Source: an optimization exercise on an open RTL-to-GDS flow (aim: small area, a short achievable clock period and few clock cycles per item). Production flows keep margins and buffers that such runs may drop.
The RTL was checked by simulation tests, not by an equivalence proof against the original design.

## flow/design.v (module list and top-level ports; edited modules follow where they fit)
// module ck_aoi222: 6 lines
// module ck_rd64: 16 lines
// module ck_sel2: 7 lines
// module ck_hold: 6 lines
// module ck_sel: 8 lines
// module ck_mux4: 6 lines
// module ck_seln: 8 lines
// module ck_inv: 6 lines
// module ck_ebit: 8 lines
// module ck_ebit1: 8 lines
// module ck_and2: 6 lines
// module ck_xor2: 6 lines
// module ck_tapbit: 13 lines
// module ck_axor: 6 lines
// module ck_engine: 2344 lines
// module ck_unit: 159 lines
module ck_unit (
    input             clk,
    input             rst,
    input      [5:0]  cfg_width,
    input      [31:0] cfg_poly,
    input      [31:0] cfg_init,
    input      [31:0] cfg_xorout,
    input             cfg_refin,
    input             cfg_refout,
    input             in_valid,
    output            in_ready,
    input      [1:0]  in_op,
    input      [5:0]  in_ctx,
    input      [3:0]  in_nbytes,
    input      [63:0] in_data,
    output reg        out_valid,
    output reg [5:0]  out_ctx,
    output reg [31:0] out_value,
    output reg [31:0] out_result,
    output reg        out_err
);
  // ...
==> flow/run.sh <==
#!/bin/bash
# synth_recipe.tcl (not shown) runs the flow's synth.tcl, then flattens the netlist and writes it again
# the make line also repeats each setting of config.mk as NAME=value (left out here)
make -C /OpenROAD-flow-scripts/flow DESIGN_CONFIG=/design/flow/config.mk WORK_HOME=/design/flow/orfs CLKGATE_MAP_FILE= SYNTH_SCRIPT=/design/flow/synth_recipe.tcl finish
==> flow/config.mk <==
export PLATFORM = sky130hd
export DESIGN_NAME = ck_unit
export DESIGN_NICKNAME = ck_unit
export VERILOG_FILES = /design/flow/design.v
export SDC_FILE = /design/flow/constraint.sdc
export NUM_CORES = 8
export LEC_CHECK = 0
export CAP_MARGIN = 20
export CORE_MARGIN = 2
export CORE_UTILIZATION = 45
export PLACE_DENSITY = 0.6
export SLEW_MARGIN = 20
export SYNTH_HIERARCHICAL = 1
export SYNTH_MINIMUM_KEEP_SIZE = 0
==> flow/constraint.sdc <==
create_clock -name core_clock -period 200.0 [get_ports {clk}]
set_input_delay 40.0000 -clock core_clock [delete_from_list [all_inputs] [get_ports {clk}]]
set_output_delay 40.0000 -clock core_clock [all_outputs]
set_load 0.01 [all_outputs]
==> flow_summary.toml, run 1 <==
[placed_design]
dp_cells = 13220
place_area_mm2 = 0.1175

[cells_and_area]
clock_buffers = 344
seq_share_pct = 38.53
clk_share_pct = 6.781
inverters = 107
n_antenna_cell = 21
flops_and_latches = 2376
final_area_mm2 = 0.1261

[grt]
grt_pass1_vias = 96720
met2_usage_pct = 57.51
grt_usage_pct = 38.49

[die]
die_area_mm2 = 0.2418

[sta]
slew_viol_final = 0
finalCritPeriodShare_pct = 20.96
skew_ps = 127.4
rsz0062_at_grt = "false"
setup_violations = 0

[min_path]
whs_path_depth = 1
hold_start = "s_valid$_DFF_P_"

[critical_path]
crit_end = "out_ctx[2]"
crit_buf_inv = 1
rrSetupSlack_ps = 161710
crit_start = "out_ctx[2]$_DFF_P_"
cp.depth = 1

[clock_network]
clkTransAtPathRegs_ps = 60
cts_tree = "done"
cts_resized = 0

[status]
outcome = "finished clean"

[routing]
drt-wirelength-per-cell_um = 36.13
met2_wirelength_um = 212500
drcViolationCount = 0
met1_length_um = 182900
drt-pass1-iter-count = 21
dr_total_vias = 103500
met3_length_um = 58460
Testbench counts, summed over its fixed seeds: cycles 20,608, bytes 152,413.
==> run 2: changes to the inputs <==
--- a/flow/config.mk
+++ b/flow/config.mk
@@ -7,7 +7,8 @@
 export LEC_CHECK = 0
 export CAP_MARGIN = 20
+export CELL_PAD_IN_SITES_DETAIL_PLACEMENT = 1
 export CORE_MARGIN = 2
-export CORE_UTILIZATION = 45
-export PLACE_DENSITY = 0.6
+export CORE_UTILIZATION = 40
+export PLACE_DENSITY = 0.5
 export SLEW_MARGIN = 20
 export SYNTH_HIERARCHICAL = 1
==> flow_summary.toml, run 2 <==
[status]
outcome = "finished clean"

[critical_path]
crit_type = "flip-flop to output port"
crit_fanout = 1
crit_path_start_kind = "flip-flop"
worstPathCellList = "clkdlybuf4s50_1"
cp_top_family = "buffers and inverters"
cp-end-kind = "output port"
critPathArrivalTime_ps = 1860
crit_buf_inv = 1
cp_slowest_cell = "clkdlybuf4s50_1"
cp.required_ps = 160000
slowest_delay_ps = 660

[cells_and_area]
drive_gt1_share_pct = 12.57
filler_cell_count = 28010
reg_top3 = "ctx_val: 2048 flops, ctx_ok: 64 flops, s_data: 64 flops"
seq_area_mm2 = 0.04860
nNetsFinal = 10510
area_growth_syn_to_layout_pct = 18.42
layoutNonFillerInstCount = 14080
largest-register = "ctx_val"
largest_reg_flops = 2048
layout_common_cells = "2,269 x dfxtp_1, 2,052 x a22o_1, 1,751 x a222oi_1, 1,044 x xnor2_1, 482 x buf_4"
final_common_cell = "dfxtp_1"
multiInputGateArea_mm2 = 0.05812

[grt]
grt_max_degree = 70
busiest_layer = "met2"
met2_usage_pct = 57.63
use_met1_pct = 46.51
grt_pass1_vias = 102800
use_met3_pct = 8.252
antenna_found_initial = 28
grt_pass1_wl_um = 755900
grt-ovfl-total = 0
grt_usage_pct = 37.23

[clock_network]
cts_tree = "done"
cts_buffer_depth = 4
htree_levels = 5
root_buffer = "clkbuf_16"
post_cts_buffers = 0
cts_buffers = 265
cts_resized = 0
cts_hold_buf = 0
cts.sink_count = 2376
insertion_delay_ps = 920
clkTransAtPathRegs_ps = 60

[yosys]
syn_area_mm2 = 0.1071
yosys_warnings = 9
syn_avg_cell_area_um2 = 11.38
synthesis.instances = 9403

[routing]
drcViolationCount = 0
drt-wirelength-per-cell_um = 37.79
route.antenna.remaining_nets = 0
first_iter_violations = 20410
drt-pass1-iter-count = 20
routed_wl_um = 532200
via_per_inst = 7.391
dr_total_vias = 104100

[sta]
clock.fmax_mhz = 23.89
hold_viol_final = 0
finalCritPeriodShare_pct = 20.93
skew_ps = 92.35
slew_viol_final = 0
setup_violations = 0
rsz0062_at_grt = "false"
period_minus_slack_ps = 41860
worst_pin_slew_ps = 1346
tns_ps = 0
max_slew_margin_pct = 9.719

[die]
dieWidth_um = 521.3
rows = 189
boundaryPins = 256
die_y_um = 521.3
initial_core_util_pct = 40.31
core_area_mm2 = 0.2656
die_area_mm2 = 0.2718

[placed_design]
dp_cells = 13590
place.gp.congestion = 0.9749
port_buffers = 253
place_hpwl_um = 337800

[flow_run]
drv_cap = 0

[min_path]
hold_class = "flip-flop to flip-flop"
[run 2: area by class of cell]
class	instances	area share, %
Clock buffer	385	6.155
Inverter	107	0.3168
Antenna cell	31	0.06119
Sequential cell	2376	38.34
Timing Repair Buffer	750	5.024
Clock inverter	78	0.7708
Tap cell	3533	3.487
Multi-Input combinational cell	6822	45.85
[run 2: path summary, 6_finish.rpt]
path,startpoint,end,slack [ps],cells after the start
max,out_value[31]$_DFF_P_,out_value[31],158140,1
min,xor_r[13]$_DFFE_PP_,out_result[13]$_DFF_P_,440,1
min reg2reg,xor_r[13]$_DFFE_PP_,out_result[13]$_DFF_P_,440,1
max reg2reg,s_op[0]$_DFF_P_,out_result[1]$_DFF_P_,160190,122
[run 2: metrics by stage]
stage               hold slack (ps)  setup slack (ps)  utilization, %  area (um^2)
floorplan                     413.8            158220               -       107100
global placement              438.5            157470           44.36       117800
detailed placement            441.9            157410           44.38       117900
CTS                           439.4            158060           47.69       126600
global route                  460.4            158070           47.71       126700
finish                        437.1            158140           47.74       126800
[run 2: layer usage]
| layer | wire [um] | vias to the layer above |
|---|---|---|
| li1 | - | 42880 |
| met1 | 206100 | 53540 |
| met2 | 235300 | 6186 |
| met3 | 50940 | 1472 |
| met4 | 39760 | 8 |
| met5 | 51 | - |
==> module ck_unit, before the edit <==
module ck_unit (
    input             clk,
    input             rst,
    input      [5:0]  cfg_width,
    input      [31:0] cfg_poly,
    input      [31:0] cfg_init,
    input      [31:0] cfg_xorout,
    input             cfg_refin,
    input             cfg_refout,
    input             in_valid,
    output            in_ready,
    input      [1:0]  in_op,
    input      [5:0]  in_ctx,
    input      [3:0]  in_nbytes,
    input      [63:0] in_data,
    output reg        out_valid,
    output reg [5:0]  out_ctx,
    output reg [31:0] out_value,
    output reg [31:0] out_result,
    output reg        out_err
);
    localparam OP_FEED  = 2'd0;
    localparam OP_START = 2'd1;
    localparam OP_WRITE = 2'd2;
    localparam OP_CLEAR = 2'd3;
    assign in_ready = 1'b1;
    genvar c, j;
    integer k, i;
    reg [4:0]  sh_r;        
    reg [31:0] poly_r;
    reg [31:0] init_r;
    reg [31:0] xor_r;
    reg        refin_r, refout_r;
    reg        rst_d;
    wire [4:0]  sh   = sh_r;
    wire [31:0] mask = 32'hFFFF_FFFF >> sh;
    wire [31:0] p1 = {poly_r[30:0], 1'b0};
    wire [31:0] p3 = poly_r ^ p1;
    reg        s_valid;
    reg [7:0]  row_r, col_r;
    reg [1:0]  s_op;
    reg [3:0]  s_nb;
    reg [63:0] s_data;
    reg        s_werr;         
    wire take = in_valid & ~rst;
    always @(posedge clk) begin
        s_valid <= take;
        for (k = 0; k < 8; k = k + 1) begin
            row_r[k] <= take & (in_ctx[5:3] == k);
            col_r[k] <= in_ctx[2:0] == k;
        end
        s_op    <= in_op;
        s_nb    <= in_nbytes;
        s_data  <= in_data;
        s_werr  <= (in_data[31:0] & ~mask) != 32'd0;
    end
    wire [63:0] sel, seln;
    generate
        for (c = 0; c < 64; c = c + 1) begin : g_sel
            ck_sel2 u (.a(row_r[c / 8]), .b(col_r[c % 8]), .y(sel[c]), .yn(seln[c]));
        end
    endgenerate
    reg  [31:0] ctx_val [0:63];
    reg  [63:0] ctx_ok;
    wire [31:0] cur;
    wire        okb;
    generate
        for (j = 0; j < 32; j = j + 1) begin : g_rd
            wire [63:0] col;
            for (c = 0; c < 64; c = c + 1) begin : g_c
                assign col[c] = ctx_val[c][j];
            end
            ck_rd64 u (.s(sel), .d(col), .y(cur[j]));
        end
    endgenerate
    ck_rd64 u_rdok (.s(sel), .d(ctx_ok), .y(okb));
    wire [31:0] wval = s_data[31:0];
    wire        werr = s_werr;
    wire        is_write = s_op == OP_WRITE;
    wire [31:0] al_in  = rst_d ? poly_r : ((is_write & ~werr) ? wval : init_r);
    wire [31:0] al_out = al_in << sh;
    wire        use_cur = okb & ((s_op == OP_FEED) | (is_write & werr));
    wire [31:0] a0 = use_cur ? cur : al_out;
    reg [63:0] dbits;
    always @* begin
        for (k = 0; k < 8; k = k + 1)
            for (i = 0; i < 8; i = i + 1)
                dbits[8*k + i] = refin_r ? s_data[8*k + i] : s_data[8*k + 7 - i];
    end
    wire [2:0] g1t, ht;
    assign g1t[0] = poly_r[29] ^ (poly_r[31] & poly_r[30]);
    assign g1t[1] = poly_r[30] ^ poly_r[31];
    assign g1t[2] = g1t[0] ^ g1t[1];
    assign ht[0]  = poly_r[27] ^ (poly_r[31] & poly_r[28]);
    assign ht[1]  = poly_r[28] ^ (poly_r[31] & poly_r[29]);
    assign ht[2]  = ht[0] ^ ht[1];
    wire [3:0] nb = s_op[1] ? 4'd0 : s_nb;
    wire [8:0] nsel;
    generate
        for (j = 0; j < 8; j = j + 1) begin : g_ns
            assign nsel[j] = ~nb[3] & (nb[2:0] == j);
        end
    endgenerate
    assign nsel[8] = nb[3];
    wire [31:0] a_new;
    ck_engine u_eng (.a0(a0), .dbits(dbits), .p(poly_r), .p1(p1), .p3(p3),
                     .g1t(g1t), .ht(ht), .nsel(nsel), .a_new(a_new));
    wire [31:0] v_new = a_new >> sh;
    reg [31:0] a_rev;
    always @* begin
        for (i = 0; i < 32; i = i + 1)
            a_rev[i] = a_new[31 - i];
    end
    wire [31:0] res = (refout_r ? a_rev : v_new) ^ xor_r;
    always @(posedge clk) begin
        rst_d <= rst;
        if (rst) begin
            sh_r     <= 5'd0 - cfg_width[4:0];
            poly_r   <= cfg_poly;
            init_r   <= cfg_init;
            xor_r    <= cfg_xorout;
            refin_r  <= cfg_refin;
            refout_r <= cfg_refout;
        end else if (rst_d) begin
            poly_r   <= al_out;
        end
    end
    generate
        for (c = 0; c < 64; c = c + 1) begin : g_ctx
            wire [31:0] nxt;
            for (j = 0; j < 32; j = j + 1) begin : g_b
                ck_hold u (.we(sel[c]), .wen(seln[c]), .x(a_new[j]), .q(ctx_val[c][j]),
                           .d(nxt[j]));
            end
            always @(posedge clk) begin
                ctx_val[c] <= nxt;
                if (rst)
                    ctx_ok[c] <= 1'b0;
                else if (sel[c])
                    ctx_ok[c] <= 1'b1;
            end
        end
    endgenerate
    always @(posedge clk) begin
        if (rst)
            out_valid <= 1'b0;
        else
            out_valid <= s_valid;
        out_ctx[0] <= col_r[1] | col_r[3] | col_r[5] | col_r[7];
        out_ctx[1] <= col_r[2] | col_r[3] | col_r[6] | col_r[7];
        out_ctx[2] <= col_r[4] | col_r[5] | col_r[6] | col_r[7];
        out_ctx[3] <= row_r[1] | row_r[3] | row_r[5] | row_r[7];
        out_ctx[4] <= row_r[2] | row_r[3] | row_r[6] | row_r[7];
        out_ctx[5] <= row_r[4] | row_r[5] | row_r[6] | row_r[7];
        out_value  <= v_new;
        out_result <= res;
        out_err    <= is_write & werr;
    end
endmodule
==> run 3: changes to the inputs <==
--- a/flow/design.v
+++ b/flow/design.v
@@ -2493,9 +2493,13 @@
     reg        s_valid;
     reg [7:0]  row_r, col_r;
-    reg [1:0]  s_op;
+    reg        s_selw;         
+    reg        s_seli;         
+    reg        s_base;         
+    reg        s_err;          
+    reg        s_nofeed;       
     reg [3:0]  s_nb;
     reg [63:0] s_data;
-    reg        s_werr;         
     wire take = in_valid & ~rst;
+    wire in_werr = (in_data[31:0] & ~mask) != 32'd0;    
     always @(posedge clk) begin
         s_valid <= take;
@@ -2504,8 +2508,11 @@
             col_r[k] <= in_ctx[2:0] == k;
         end
-        s_op    <= in_op;
+        s_selw   <= ~rst & (in_op == OP_WRITE) & ~in_werr;
+        s_seli   <= ~rst & ~((in_op == OP_WRITE) & ~in_werr);
+        s_base   <= (in_op == OP_FEED) | ((in_op == OP_WRITE) & in_werr);
+        s_err    <= (in_op == OP_WRITE) & in_werr;
+        s_nofeed <= in_op[1];
         s_nb    <= in_nbytes;
         s_data  <= in_data;
-        s_werr  <= (in_data[31:0] & ~mask) != 32'd0;
     end
     wire [63:0] sel, seln;
@@ -2530,9 +2537,7 @@
     ck_rd64 u_rdok (.s(sel), .d(ctx_ok), .y(okb));
     wire [31:0] wval = s_data[31:0];
-    wire        werr = s_werr;
-    wire        is_write = s_op == OP_WRITE;
-    wire [31:0] al_in  = rst_d ? poly_r : ((is_write & ~werr) ? wval : init_r);
+    wire [31:0] al_in  = s_selw ? wval : (s_seli ? init_r : poly_r);
     wire [31:0] al_out = al_in << sh;
-    wire        use_cur = okb & ((s_op == OP_FEED) | (is_write & werr));
+    wire        use_cur = okb & s_base;
     wire [31:0] a0 = use_cur ? cur : al_out;
     reg [63:0] dbits;
@@ -2549,5 +2554,5 @@
     assign ht[1]  = poly_r[28] ^ (poly_r[31] & poly_r[29]);
     assign ht[2]  = ht[0] ^ ht[1];
-    wire [3:0] nb = s_op[1] ? 4'd0 : s_nb;
+    wire [3:0] nb = s_nofeed ? 4'd0 : s_nb;
     wire [8:0] nsel;
     generate
@@ -2567,4 +2572,13 @@
     end
     wire [31:0] res = (refout_r ? a_rev : v_new) ^ xor_r;
+    wire rst_dn = ~rst_d;
+    wire [65:0] cfg_in = {cfg_init, cfg_xorout, cfg_refin, cfg_refout};
+    wire [65:0] cfg_q  = {init_r, xor_r, refin_r, refout_r};
+    wire [65:0] cfg_nx;
+    generate
+        for (j = 0; j < 66; j = j + 1) begin : g_cfg
+            ck_hold u (.we(rst_d), .wen(rst_dn), .x(cfg_in[j]), .q(cfg_q[j]), .d(cfg_nx[j]));
+        end
+    endgenerate
     always @(posedge clk) begin
         rst_d <= rst;
@@ -2572,11 +2586,8 @@
             sh_r     <= 5'd0 - cfg_width[4:0];
             poly_r   <= cfg_poly;
-            init_r   <= cfg_init;
-            xor_r    <= cfg_xorout;
-            refin_r  <= cfg_refin;
-            refout_r <= cfg_refout;
         end else if (rst_d) begin
             poly_r   <= al_out;
         end
+        {init_r, xor_r, refin_r, refout_r} <= cfg_nx;
     end
     generate
@@ -2589,5 +2600,5 @@
             always @(posedge clk) begin
                 ctx_val[c] <= nxt;
-                if (rst)
+                if (rst_d)
                     ctx_ok[c] <= 1'b0;
                 else if (sel[c])
@@ -2609,5 +2620,5 @@
         out_value  <= v_new;
         out_result <= res;
-        out_err    <= is_write & werr;
+        out_err    <= s_err;
     end
 endmodule
==> flow/flow/run.sh (new file) <==
#!/bin/bash
# The standard layout (the standard.sh: ORFS from the standard synthesis
# to the final layout) with changes to how it is made:
#  - buffer_ports buffers every input and output port with buf_2, in place of
#    the slow delay buffer it picks by itself;
#  - clock tree synthesis adds no dummy loads and takes up to 20 flip-flops
#    per leaf buffer.
# make's full output goes to orfs_make.log; ORFS keeps each step's log under
# orfs/logs/.
set -uo pipefail
export BUFFER_PORTS_ARGS="-buffer_cell sky130_fd_sc_hd__buf_2"
export CTS_ARGS="-sink_clustering_enable -repair_clock_nets -dont_use_dummy_load -sink_clustering_size 20 -sink_clustering_max_diameter 100"
bash standard.sh > orfs_make.log 2>&1
status=$?
tail -n 40 orfs_make.log
exit $status
==> flow/standard.sh (new file) <==
#!/bin/bash
# synth_recipe.tcl (not shown) runs the flow's synth.tcl, then flattens the netlist and writes it again
# the make line also repeats each setting of config.mk as NAME=value (left out here)
make -C /OpenROAD-flow-scripts/flow DESIGN_CONFIG=/design/flow/config.mk WORK_HOME=/design/flow/orfs CLKGATE_MAP_FILE= SYNTH_SCRIPT=/design/flow/synth_recipe.tcl "${@:-finish}"
removed: flow/run.sh
==> flow_summary.toml, run 3 <==
[cells_and_area]
area_growth_syn_to_layout_pct = 12.18
largest_reg_flops = 2048
final_common_cell = "dfxtp_1"
largest-register = "ctx_val"
drive_gt1_share_pct = 13.26
nNetsFinal = 10320
filler_cell_count = 28520
layout_common_cells = "2,338 x dfxtp_1, 2,116 x a22o_1, 1,749 x a222oi_1, 1,043 x xnor2_1, 449 x buf_4"
reg_top3 = "ctx_val: 2048 flops, ctx_ok: 64 flops, s_data: 64 flops"
layoutNonFillerInstCount = 13700

[critical_path]
rr_endpoint = "out_result[2]$_DFF_P_"
cp_slowest_cell = "a2111oi_2"
cp_top_family = "compound AO/OA/AOI/OAI gates"
crit_type = "input pin to flip-flop"
crit_buf_inv = 1
slowest_delay_ps = 980
cp.required_ps = 200630
crit_fanout = 4
crit_path_start_kind = "input pin"
rrSetupSlack_ps = 158660
critPathArrivalTime_ps = 42390
rr_startpoint = "row_r[6]$_DFF_P_"
reg2reg_depth = 116
cp-end-kind = "flip-flop"
worstPathCellList = "buf_2 -> nor4_1 -> o221ai_1 -> a221o_1 -> a2111oi_2 -> a21oi_1"

[sta]
slew_viol_final = 0
clock.fmax_mhz = 23.95
tns_ps = 0
skew_ps = 112.5
setup_violations = 0
period_minus_slack_ps = 41760
finalCritPeriodShare_pct = 20.88
rsz0062_at_grt = "false"
hold_viol_final = 0
worst_pin_slew_ps = 1238
max_slew_margin_pct = 16.98

[grt]
grt_pass1_vias = 98860
antenna_found_initial = 36
grt_pass1_wl_um = 716400
grt_usage_pct = 34.66
grt_max_degree = 101
grt-ovfl-total = 0

[routing]
dr_total_vias = 102300
via_per_inst = 7.471
routed_wl_um = 497300
drt-wirelength-per-cell_um = 36.31
route.antenna.remaining_nets = 0
first_iter_violations = 20890
drcViolationCount = 0
drt-pass1-iter-count = 17

[die]
initial_core_util_pct = 40.13
dieWidth_um = 522.0
core_area_mm2 = 0.2674
die_y_um = 522.0
die_area_mm2 = 0.2725
boundaryPins = 256
rows = 190

[clock_network]
clkTransAtPathRegs_ps = 80
post_cts_buffers = 0
cts_resized = 0
cts.sink_count = 2378
cts_hold_buf = 0
insertion_delay_ps = 880
cts_buffer_depth = 4
cts_tree = "done"
cts_buffers = 143
root_buffer = "clkbuf_16"
htree_levels = 4

[min_path]
holdPathEnd = "out_valid$_SDFF_PP0_"
hold_class = "flip-flop to flip-flop"
hold_start = "s_valid$_DFF_P_"
whs_path_depth = 1

[flow_run]
drv_cap = 0

[placed_design]
place_hpwl_um = 325300
dp_cells = 13540
port_buffers = 253
place.gp.congestion = 0.9404

[yosys]
synthesis.instances = 9357
syn_area_mm2 = 0.1073
yosys_warnings = 9
syn_avg_cell_area_um2 = 11.47

[status]
outcome = "finished clean"
run 3: worst max path at each step:
stage,start,end,slack (ps),cells after the start
2_1_floorplan,rst,poly_r[0]$_DFFE_PP_,158150,4
5_1_grt,row_r[6]$_DFF_P_,out_result[2]$_DFF_P_,157890,118
3_5_place_dp,in_data[9],s_base$_DFF_P_,157550,6
6_report,in_data[8],s_base$_DFF_P_,158240,6
4_1_cts,in_data[9],s_base$_DFF_P_,158370,6
3_3_place_gp,in_data[9],s_selw$_DFF_P_,157630,6
run 3: routing by layer:
layer | vias to the layer above | wire (um) | track usage, %
met5 | - | 115 | 0
li1 | 42270 | - | -
met1 | 53030 | 211200 | 48.88
met3 | 912 | 49820 | 6.014
met4 | 18 | 22130 | 13.88
met2 | 6095 | 214100 | 52.22
run 3: cell type report:
type                    count  area (um^2)  share of cell area, %
flip-flops and latches   2378        47980                  39.85
repair buffers            715         4866                  4.041
well taps                3552         4444                  3.691
diodes                     11        27.53                0.02286
inverters                 112        420.4                 0.3491
multi-input cells        6785        59090                  49.07
clock buffers             143         3578                  2.972
run 3: stage by stage:
stage	hold slack (ps)	setup slack, ps	util, %	cell area, um^2
final	446.3	158240	45.02	120400
after global routing	468.0	157890	45.02	120400
after CTS	446.9	158370	45.00	120400
after detailed placement	427.6	157550	43.66	116800
after global placement	422.2	157630	43.63	116700
after floorplan	309.6	158150	-	107400
run 3: worst register-to-register path: cells and delay by family, from the launching register on:
kind	cells	cell delay (ps)
xor+xnor	35	16020
flops	1	560
buf+inv	8	2790
mux	3	1160
simple gates	36	10880
compound gates	34	9780
Testbench counts of run 3, summed over its fixed seeds: cycles 20,608, bytes 152,413.
==> run 4: changes to the inputs <==
--- a/flow/design.v
+++ b/flow/design.v
@@ -34,4 +34,76 @@
     assign d = (we & x) | (wen & q);
 endmodule
+module ck_tog (
+    input  we, wen, xn, q,
+    output d
+);
+    assign d = ~((q | we) & (xn | wen));
+endmodule
+module ck_mux2i (
+    input  a, b, s,
+    output y
+);
+    assign y = ~(s ? b : a);
+endmodule
+module ck_nor2 (
+    input  a, b,
+    output y
+);
+    assign y = ~(a | b);
+endmodule
+module ck_nand2 (
+    input  a, b,
+    output y
+);
+    assign y = ~(a & b);
+endmodule
+module ck_shr (
+    input  [31:0] an,
+    input  [4:0]  s,
+    output [31:0] y
+);
+    wire [31:0] t [0:5];
+    wire [4:0]  sn = ~s;
+    assign t[0] = an;
+    genvar k, i;
+    generate
+        for (k = 0; k < 5; k = k + 1) begin : g_k
+            for (i = 0; i < 32; i = i + 1) begin : g_i
+                if (i + (1 << k) < 32) begin : g_m
+                    ck_mux2i u (.a(t[k][i]), .b(t[k][i + (1 << k)]), .s(s[k]), .y(t[k+1][i]));
+                end else if (k % 2 == 0) begin : g_f0
+                    ck_nor2 u (.a(s[k]), .b(t[k][i]), .y(t[k+1][i]));
+                end else begin : g_f1
+                    ck_nand2 u (.a(sn[k]), .b(t[k][i]), .y(t[k+1][i]));
+                end
+            end
+        end
+    endgenerate
+    assign y = t[5];
+endmodule
+module ck_shl (
+    input  [31:0] an,
+    input  [4:0]  s,
+    output [31:0] y
+);
+    wire [31:0] t [0:5];
+    wire [4:0]  sn = ~s;
+    assign t[0] = an;
+    genvar k, i;
+    generate
+        for (k = 0; k < 5; k = k + 1) begin : g_k
+            for (i = 0; i < 32; i = i + 1) begin : g_i
+                if (i >= (1 << k)) begin : g_m
+                    ck_mux2i u (.a(t[k][i]), .b(t[k][i - (1 << k)]), .s(s[k]), .y(t[k+1][i]));
+                end else if (k % 2 == 0) begin : g_f0
+                    ck_nor2 u (.a(s[k]), .b(t[k][i]), .y(t[k+1][i]));
+                end else begin : g_f1
+                    ck_nand2 u (.a(sn[k]), .b(t[k][i]), .y(t[k+1][i]));
+                end
+            end
+        end
+    endgenerate
+    assign y = t[5];
+endmodule
 module ck_sel (
     input  f0, f1,
@@ -2523,6 +2595,8 @@
     endgenerate
     reg  [31:0] ctx_val [0:63];
+    reg  [63:0] ctx_par;
     reg  [63:0] ctx_ok;
-    wire [31:0] cur;
+    wire [31:0] cur_raw, cur;
+    wire        parb;
     wire        okb;
     generate
@@ -2532,11 +2606,20 @@
                 assign col[c] = ctx_val[c][j];
             end
-            ck_rd64 u (.s(sel), .d(col), .y(cur[j]));
+            ck_rd64 u (.s(sel), .d(col), .y(cur_raw[j]));
         end
     endgenerate
     ck_rd64 u_rdok (.s(sel), .d(ctx_ok), .y(okb));
+    ck_rd64 u_rdpar (.s(sel), .d(ctx_par), .y(parb));
+    assign cur = cur_raw ^ {32{parb}};
     wire [31:0] wval = s_data[31:0];
-    wire [31:0] al_in  = s_selw ? wval : (s_seli ? init_r : poly_r);
-    wire [31:0] al_out = al_in << sh;
+    wire        s_selp = ~(s_selw | s_seli);
+    wire [31:0] al_in_n, al_out;
+    generate
+        for (j = 0; j < 32; j = j + 1) begin : g_al
+            ck_aoi222 u (.a(s_selw), .b(wval[j]), .c(s_seli), .d(init_r[j]), .e(s_selp), .f(poly_r[j]),
+                         .y(al_in_n[j]));
+        end
+    endgenerate
+    ck_shl u_shl (.an(al_in_n), .s(sh), .y(al_out));
     wire        use_cur = okb & s_base;
     wire [31:0] a0 = use_cur ? cur : al_out;
@@ -2565,5 +2648,7 @@
     ck_engine u_eng (.a0(a0), .dbits(dbits), .p(poly_r), .p1(p1), .p3(p3),
                      .g1t(g1t), .ht(ht), .nsel(nsel), .a_new(a_new));
-    wire [31:0] v_new = a_new >> sh;
+    wire [31:0] a_new_n = ~a_new;
+    wire [31:0] v_new;
+    ck_shr u_shr (.an(a_new_n), .s(sh), .y(v_new));
     reg [31:0] a_rev;
     always @* begin
@@ -2595,9 +2680,10 @@
             wire [31:0] nxt;
             for (j = 0; j < 32; j = j + 1) begin : g_b
-                ck_hold u (.we(sel[c]), .wen(seln[c]), .x(a_new[j]), .q(ctx_val[c][j]),
-                           .d(nxt[j]));
+                ck_tog u (.we(sel[c]), .wen(seln[c]), .xn(a_new_n[j]), .q(ctx_val[c][j]),
+                          .d(nxt[j]));
             end
             always @(posedge clk) begin
                 ctx_val[c] <= nxt;
+                ctx_par[c] <= ~(sel[c] | ctx_par[c]);
                 if (rst_d)
                     ctx_ok[c] <= 1'b0;
==> flow/flow/run.sh (replaced) <==
#!/bin/bash
# The standard layout (the standard.sh: ORFS from the standard synthesis
# to the final layout) with changes to how it is made:
#  - buffer_ports buffers every input and output port with buf_2, in place of
#    the slow delay buffer it picks by itself;
#  - clock tree synthesis adds no dummy loads.
# make's full output goes to orfs_make.log; ORFS keeps each step's log under
# orfs/logs/.
set -uo pipefail
export BUFFER_PORTS_ARGS="-buffer_cell sky130_fd_sc_hd__buf_2"
export CTS_ARGS="-sink_clustering_enable -repair_clock_nets -dont_use_dummy_load"
bash standard.sh > orfs_make.log 2>&1
status=$?
tail -n 40 orfs_make.log
exit $status
==> flow_summary.toml, run 4 <==
[sta]
hold_viol_final = 0
period_minus_slack_ps = 43010
tns_ps = 0
rsz0062_at_grt = "false"
setup_ws_ps = 156990
slew_viol_final = 0
setup_violations = 0
clock.fmax_mhz = 23.25
skew_ps = 126.0
finalCritPeriodShare_pct = 21.50
max_slew_margin_pct = 9.377
worst_pin_slew_ps = 1348

[placed_design]
port_buffers = 253
post-place-ws_ps = 157960
place_hpwl_um = 312400
place.gp.congestion = 0.9353

[clock_network]
cts_buffers = 273
htree_levels = 5
cts.sink_count = 2442
cts_hold_buf = 0
insertion_delay_ps = 890
cts_buffer_depth = 4
root_buffer = "clkbuf_16"
cts_tree = "done"
clkTransAtPathRegs_ps = 60
cts_resized = 0
post_cts_buffers = 0

[routing]
routed_wl_um = 480700
drcViolationCount = 0
first_iter_violations = 19320
route.antenna.remaining_nets = 0
dr_total_vias = 102100
drt-wirelength-per-cell_um = 34.84
drt-pass1-iter-count = 14
via_per_inst = 7.401

[cells_and_area]
drive_gt1_share_pct = 13.11
nNetsFinal = 10580
final_common_cell = "dfxtp_1"
area_growth_syn_to_layout_pct = 15.57
layout_common_cells = "2,396 x dfxtp_1, 2,049 x o22ai_1, 1,802 x a222oi_1, 1,076 x xnor2_1, 421 x buf_4"
largest_reg_flops = 2048
largest-register = "ctx_val"

[critical_path]
crit_path_start_kind = "flip-flop"
crit_fanout = 64
rr_endpoint = "out_result[4]$_DFF_P_"
crit_buf_inv = 5
critPathArrivalTime_ps = 43800
cp.required_ps = 200790
rrSetupSlack_ps = 156990
cp_common_cell = "xnor2_1"
cp_top_family = "XOR/XNOR gates"
cp-end-kind = "flip-flop"
crit_type = "flip-flop to flip-flop"
slowest_delay_ps = 1250
reg2reg_depth = 120
rr_startpoint = "row_r[6]$_DFF_P_"
cp_slowest_cell = "nor4_2"

[die]
die_area_mm2 = 0.2622
dieWidth_um = 512.0
boundaryPins = 256
die_y_um = 512.0
core_area_mm2 = 0.2567
rows = 186
initial_core_util_pct = 40.22

[min_path]
holdPathEnd = "out_err$_DFF_P_"
whs_path_depth = 0
hold_start = "s_err$_DFF_P_"
hold_class = "flip-flop to flip-flop"

[flow_run]
drv_cap = 0

[grt]
grt_usage_pct = 34.69
antenna_found_initial = 27
grt_pass1_vias = 99830
grt-ovfl-total = 0
grt_pass1_wl_um = 694000
grt_max_degree = 78

[yosys]
synthesis.instances = 9474
yosys_warnings = 11
syn_avg_cell_area_um2 = 10.90
syn_area_mm2 = 0.1032

[status]
outcome = "finished clean"
-- run 4: cell types whose count changed in the layout (fill, tap and decap cells not counted), sizes merged, moves of 89 or more --
cell    change
a22o     -2049
o22ai    +2041
mux2i     +230
clkbuf    +130
mux4       -91
nor2       +89
-- run 4: final cells by class --
| type | instances | area, um^2 |
|---|---|---|
| multi-input cells | 6858 | 53850 |
| flip-flops and latches | 2442 | 49270 |
| fillers | 27790 | 137400 |
| diodes | 19 | 47.55 |
| well taps | 3384 | 4234 |
| repair buffers | 680 | 4547 |
| clock buffers | 273 | 6832 |
| inverters | 140 | 525.5 |
-- run 4: how the worst max path moves through the flow --
stage | from | endpoint | slack [ps] | cells past startpoint
after floorplan | in_data[8] | s_err$_DFF_P_ | 158180 | 5
after global placement | in_data[10] | s_err$_DFF_P_ | 157950 | 6
after detailed placement | in_data[10] | s_err$_DFF_P_ | 157960 | 6
after CTS | out_value[20]$_DFF_P_ | out_value[20] | 158590 | 1
after global routing | row_r[6]$_DFF_P_ | out_result[4]$_DFF_P_ | 155900 | 120
final | row_r[6]$_DFF_P_ | out_result[4]$_DFF_P_ | 156990 | 120
-- run 4: metrics by stage --
step	instance area, um^2	util (%)	hold slack [ps]	std cells
floorplan	103300	-	309.6	9481
global placement	112400	43.78	314.3	13500
detailed placement	112400	43.79	318.2	13500
CTS	119200	46.45	330.2	13780
global route	119300	46.48	331.5	13790
finish	119300	46.48	328.4	13800
-- run 4: routing by layer --
layer | wire [um] | vias up | GRT usage, %
met5 | 41 | - | 0
met4 | 32700 | 6 | 21.02
met3 | 40410 | 1033 | 5.091
met2 | 213800 | 5485 | 54.26
met1 | 193800 | 52540 | 45.19
li1 | - | 43050 | -
Testbench counts of run 4, summed over its fixed seeds: cycles 20,608, bytes 152,413.

[what the ideal ports hide]
In the flow no input, the clock included, has a driving cell. The finished layouts below were timed again as built, in two steps. Step 1, drivers: a clkbuf_16 drives clk and a buf_2 each remaining input, both assumed. Step 2 times the ports against the registers' clock, not the clock port: input delays grow and output delays shrink by t, the midpoint of the rising clock arrivals with the driver on. a / b / c = ideal ports / drivers / drivers and shift; a / b = the first two.
| run | t (ns) | slack for setup (ns) | worst setup path after step 2 | worst slew at a driven data input, ns | pins driven straight from the clock port |
|---|---|---|---|---|---|
| run 1 | 0.986 | 158.083 / 157.986 / 157.523 | input to register | 0.20 | 1 |
| run 2 | 0.976 | 158.138 / 158.037 / 157.456 | input to register | 0.11 | 1 |
| run 3 | 0.927 | 158.242 / 158.300 / 157.372 | input to register | 0.20 | 1 |
| run 4 | 0.941 | 156.991 / 156.991 / 156.991 | register to register | 0.35 | 1 |
After both steps every run listed still meets setup and hold. The setup slack of run 3, which loses most, moves by +0.058 ns with the drivers and by -0.870 ns with both steps.
